This design comes from an exercise in tuning for small area and a short achievable clock period on the open sky130 flow, not from production work.
In this exercise RTL edits were held to simulation tests only and were not proved equivalent to the original.
No activity file was given, so power comes from the tool's default toggle rates.

the reference run:
## lens_fpu
module lens_fpu (
    input             clk,
    input             rst,
    input             f_mv,
    input      [3:0]  f_port,
    input      [31:0] f_data,
    output reg [31:0] f_out,
    output reg [4:0]  f_fl,
    output reg        f_done
);
    reg [31:0] b;
    reg        v0;
    reg [3:0]  op0;
    reg [31:0] x0;
    wire trig = f_mv && (f_port == 4'd4 || f_port == 4'd5 || f_port == 4'd6 ||
                         f_port >= 4'd10);
    always @(posedge clk) begin
        if (rst) begin
            b  <= 32'd0;
            v0 <= 1'b0;
        end else begin
            if (f_mv && f_port == 4'd0) b <= f_data;
            v0 <= trig;
        end
        op0 <= f_port;
        x0  <= f_data;
    end
    wire is_as   = (op0 == 4'd4) || (op0 == 4'd5);
    wire is_mul  = (op0 == 4'd6);
    wire is_eq   = (op0 == 4'd10);
    wire is_lt   = (op0 == 4'd11);
    wire is_le   = (op0 == 4'd12);
    wire is_itof = (op0 == 4'd13) || (op0 == 4'd14);
    wire is_ftoi = (op0 == 4'd15);
    wire        xs = x0[31];
    wire [7:0]  xe = x0[30:23];
    wire [22:0] xf = x0[22:0];
    wire        ys = b[31];
    wire        yse = b[31] ^ (op0 == 4'd5);    
    wire [7:0]  ye = b[30:23];
    wire [22:0] yf = b[22:0];
    wire xe_z = (xe == 8'd0);
  ...
Settings: LEC_CHECK=0, CAP_MARGIN=20, CORE_MARGIN=2, CORE_UTILIZATION=40, SLEW_MARGIN=20; clock period 17.0 ns.
run.sh (not shown) runs the stock make flow with config.mk's settings and CLKGATE_MAP_FILE= SYNTH_SCRIPT=/design/flow/synth_recipe.tcl, a recipe that flattens the netlist after the stock synthesis.
Setup changes, the reference run to the trial run
# the reference run
export LEC_CHECK = 0
export CAP_MARGIN = 20
export CORE_MARGIN = 2
export CORE_UTILIZATION = 40
export SLEW_MARGIN = 20
create_clock -name core_clock -period 17.0 [get_ports {clk}]
# the trial run
export LEC_CHECK = 0
export ABC_CLOCK_PERIOD_IN_PS = 4000
export CAP_MARGIN = 20
export CORE_MARGIN = 2
export CORE_UTILIZATION = 40
export SLEW_MARGIN = 20
create_clock -name core_clock -period 17.0 [get_ports {clk}]
Findings:
Comparing the trial run against the reference run, there is no change at all in number of non-filler instances in the completed layout.
Number of enable flip-flop cells after synthesis: the trial run vs the reference run identical
The final layout from the trial run, which completed every stage, passed the timing, design-rule and antenna checks at the end of the flow.
Comparing the trial run against the reference run, there is no change at all in sequential cell area fraction in the yosys report.
The source-to-sink clock delay at the later pin of the worst-skew pair of the trial run and that of the reference run are within noise of each other.

---

lens_fpu, a different RTL version from the one above (not shown whole).
For scale: roughly 350 flip-flops, roughly 77 I/O pins, about 39000 um2 of cells after synthesis.
// lens_fpu
module lens_fpu (
    input             clk,
    input             rst,
    input             f_mv,
    input      [3:0]  f_port,
    input      [31:0] f_data,
    output reg [31:0] f_out,
    output reg [4:0]  f_fl,
    output reg        f_done
);
    reg [31:0] b;
    reg [12:0] b_one, b_two, b_neg;    
    reg        v0;
    reg [3:0]  op0;
    reg [31:0] x0;
    reg        x0h;        
    wire trig = f_mv && (f_port == 4'd4 || f_port == 4'd5 || f_port == 4'd6 ||
                         f_port >= 4'd10);
    wire [25:0] bm_in = {2'b00, f_data[30:23] != 8'd0, f_data[22:0]};
    reg  [12:0] bo_in, bt_in, bn_in;
    integer     bi;
    always @(*) begin
        for (bi = 0; bi < 13; bi = bi + 1) begin
            bo_in[bi] = bm_in[2*bi] ^ ((bi == 0) ? 1'b0 : bm_in[2*bi-1]);
            bt_in[bi] = (bm_in[2*bi+1] & !bm_in[2*bi] & !((bi == 0) ? 1'b0 : bm_in[2*bi-1])) |
                        (!bm_in[2*bi+1] & bm_in[2*bi] & ((bi == 0) ? 1'b0 : bm_in[2*bi-1]));
            bn_in[bi] = bm_in[2*bi+1];
        end
    end
    always @(posedge clk) begin
        if (rst) begin
            b     <= 32'd0;
            b_one <= 13'd0;
            b_two <= 13'd0;
            b_neg <= 13'd0;
            v0    <= 1'b0;
        end else begin
            if (f_mv && f_port == 4'd0) begin
                b     <= f_data;
                b_one <= bo_in;
                b_two <= bt_in;
                b_neg <= bn_in;
            end
            v0 <= trig;
        end
        op0 <= f_port;
        x0  <= f_data;
        x0h <= (f_data[30:23] != 8'd0);
    end
    wire is_as   = (op0 == 4'd4) || (op0 == 4'd5);
  ...
make LEC_CHECK=0 ABC_AREA=1 CAP_MARGIN=20 CORE_MARGIN=2 CORE_UTILIZATION=40 SLEW_MARGIN=20 finish   # period 17.0 ns
Edit:
==> flow/flow/run.sh (new file) <==
#!/bin/bash
# The standard layout, with timing repair aiming for setup slack of at least
# SETUP_SLACK_MARGIN ns at the design's clock period, so that repair_timing
# sizes and buffers the longest paths. Make's output goes to flow_make.log.
set -euo pipefail
bash standard.sh SETUP_SLACK_MARGIN=12 finish > flow_make.log 2>&1
==> flow/standard.sh (new file) <==
#!/bin/bash
# synth_recipe.tcl (not shown) runs the flow's synth.tcl, then flattens the netlist and writes it again
# the make line also repeats each setting of config.mk as NAME=value (left out here)
make -C /OpenROAD-flow-scripts/flow DESIGN_CONFIG=/design/flow/config.mk WORK_HOME=/design/flow/orfs CLKGATE_MAP_FILE= SYNTH_SCRIPT=/design/flow/synth_recipe.tcl "${@:-finish}"
removed: flow/run.sh
Outcome: Sequential share of layout area hardly moves; first-iteration DRC count stays flat; power goes up by 0.34%; maximum frequency came out higher by 17%.

---

lens_fpu, a different RTL version from the one above (not shown whole).
Size: roughly 5,700 cells after synthesis, about 350 flip-flops, about 77 I/O pins, ~39,000 um2 of cells after synthesis.
==> flow/config.mk <==
export PLATFORM = sky130hd
export DESIGN_NAME = lens_fpu
export DESIGN_NICKNAME = lens_fpu
export VERILOG_FILES = /design/flow/design.v
export SDC_FILE = /design/flow/constraint.sdc
export NUM_CORES = 4
export LEC_CHECK = 0
export ABC_AREA = 1
export CAP_MARGIN = 20
export CORE_MARGIN = 2
export CORE_UTILIZATION = 45
export SLEW_MARGIN = 20
==> flow/constraint.sdc <==
create_clock -name core_clock -period 17.0 [get_ports {clk}]
set_input_delay 3.4000 -clock core_clock [delete_from_list [all_inputs] [get_ports {clk}]]
set_output_delay 3.4000 -clock core_clock [all_outputs]
set_load 0.01 [all_outputs]
standard.sh (not shown) runs the stock make flow with config.mk's settings and CLKGATE_MAP_FILE= SYNTH_SCRIPT=/design/flow/synth_recipe.tcl, a recipe that flattens the netlist after the stock synthesis.
==> flow/flow/run.sh <==
#!/bin/bash
# The standard layout, with two changes: timing repair aims for setup slack
# of at least SETUP_SLACK_MARGIN ns at the design's clock period, so that
# repair_timing sizes and buffers the longest paths; and the port buffers are
# buf_2 cells; repair may also change a cell's footprint. Make's output goes to flow_make.log (each tool's own log is
# under orfs/logs).
set -euo pipefail
bash standard.sh SETUP_SLACK_MARGIN=12.52 MATCH_CELL_FOOTPRINT=0 "BUFFER_PORTS_ARGS=-buffer_cell sky130_fd_sc_hd__buf_2" finish > flow_make.log 2>&1
Edit:
CORE_UTILIZATION = 40   (was 45)
Result:
- The new run ran to the end with no violations
- register-to-register slack degrades by 20 ps
- die area goes up by 12%
- sequential cell count does not change
- sequential share of layout area is about the same
- non-clock buffer count goes down by 14
- core utilization goes down by 5.5 points
- cell count goes up by 1.5%
- combinational power barely changes
- global-route usage goes down by 4.5 points
Edit:
--- a/flow/flow/run.sh
+++ b/flow/flow/run.sh
@@ -8 +8 @@
-bash standard.sh SETUP_SLACK_MARGIN=12.52 MATCH_CELL_FOOTPRINT=0 "BUFFER_PORTS_ARGS=-buffer_cell sky130_fd_sc_hd__buf_2" finish > flow_make.log 2>&1
+bash standard.sh SETUP_SLACK_MARGIN=12.6 MATCH_CELL_FOOTPRINT=0 "BUFFER_PORTS_ARGS=-buffer_cell sky130_fd_sc_hd__buf_2" finish > flow_make.log 2>&1
Count of clock-buffer cells in the layout does not change.
Die area does not change.
Via count hardly moves.
Wire length rose slightly.
Combinational power hardly moves.
Global-route usage rose by 0.20 points.
Final area rose slightly.
Setup slack improves by 18 ps.
Cell count is about the same.

re-timing with driven ports:
No port has a modelled driver above. Below, the same layouts with a new extraction and two added sets of constraints. Step 1: set_driving_cell puts a clkbuf_16 on clk and a buf_2 on each other input, an assumption about the parent block. Step 2 adds t to the input delays and takes it off the output delays; t is the mean of the earliest and latest rising clock arrival at the registers after step 1. Input paths then give back, and output paths get back, about the clock's delay inside the block. Three values: ideal, step 1, step 2; two values: the first two.
| run | t, ns | slack for setup (ns) | worst setup path after step 2 | worst register clock-pin slew, ns |
|---|---|---|---|---|
| the reference run | 0.611 | 7.709 / 7.709 / 7.709 | register to register | 0.10 / 0.10 |
| the trial run | 0.611 | 7.709 / 7.709 / 7.709 | register to register | 0.10 / 0.10 |
| the first run of note 2 | 0.671 | 11.216 / 11.216 / 10.840 | input to register | 0.10 / 0.10 |
| the second run of note 2 | 0.671 | 12.039 / 12.039 / 11.483 | input to register | 0.10 / 0.10 |
| the first run of note 3 | 0.676 | 12.528 / 12.489 / 12.528 | register to register | 0.08 / 0.08 |
| the second run of note 3 | 0.690 | 12.505 / 12.451 / 12.505 | register to register | 0.07 / 0.07 |
| the third run of note 3 | 0.690 | 12.522 / 12.451 / 12.638 | register to register | 0.07 / 0.07 |
After both steps setup and hold are still met in every run listed. For the second run of note 2, which loses most, drivers alone change the setup slack by 0.000 ns; drivers and shift together by -0.556 ns.
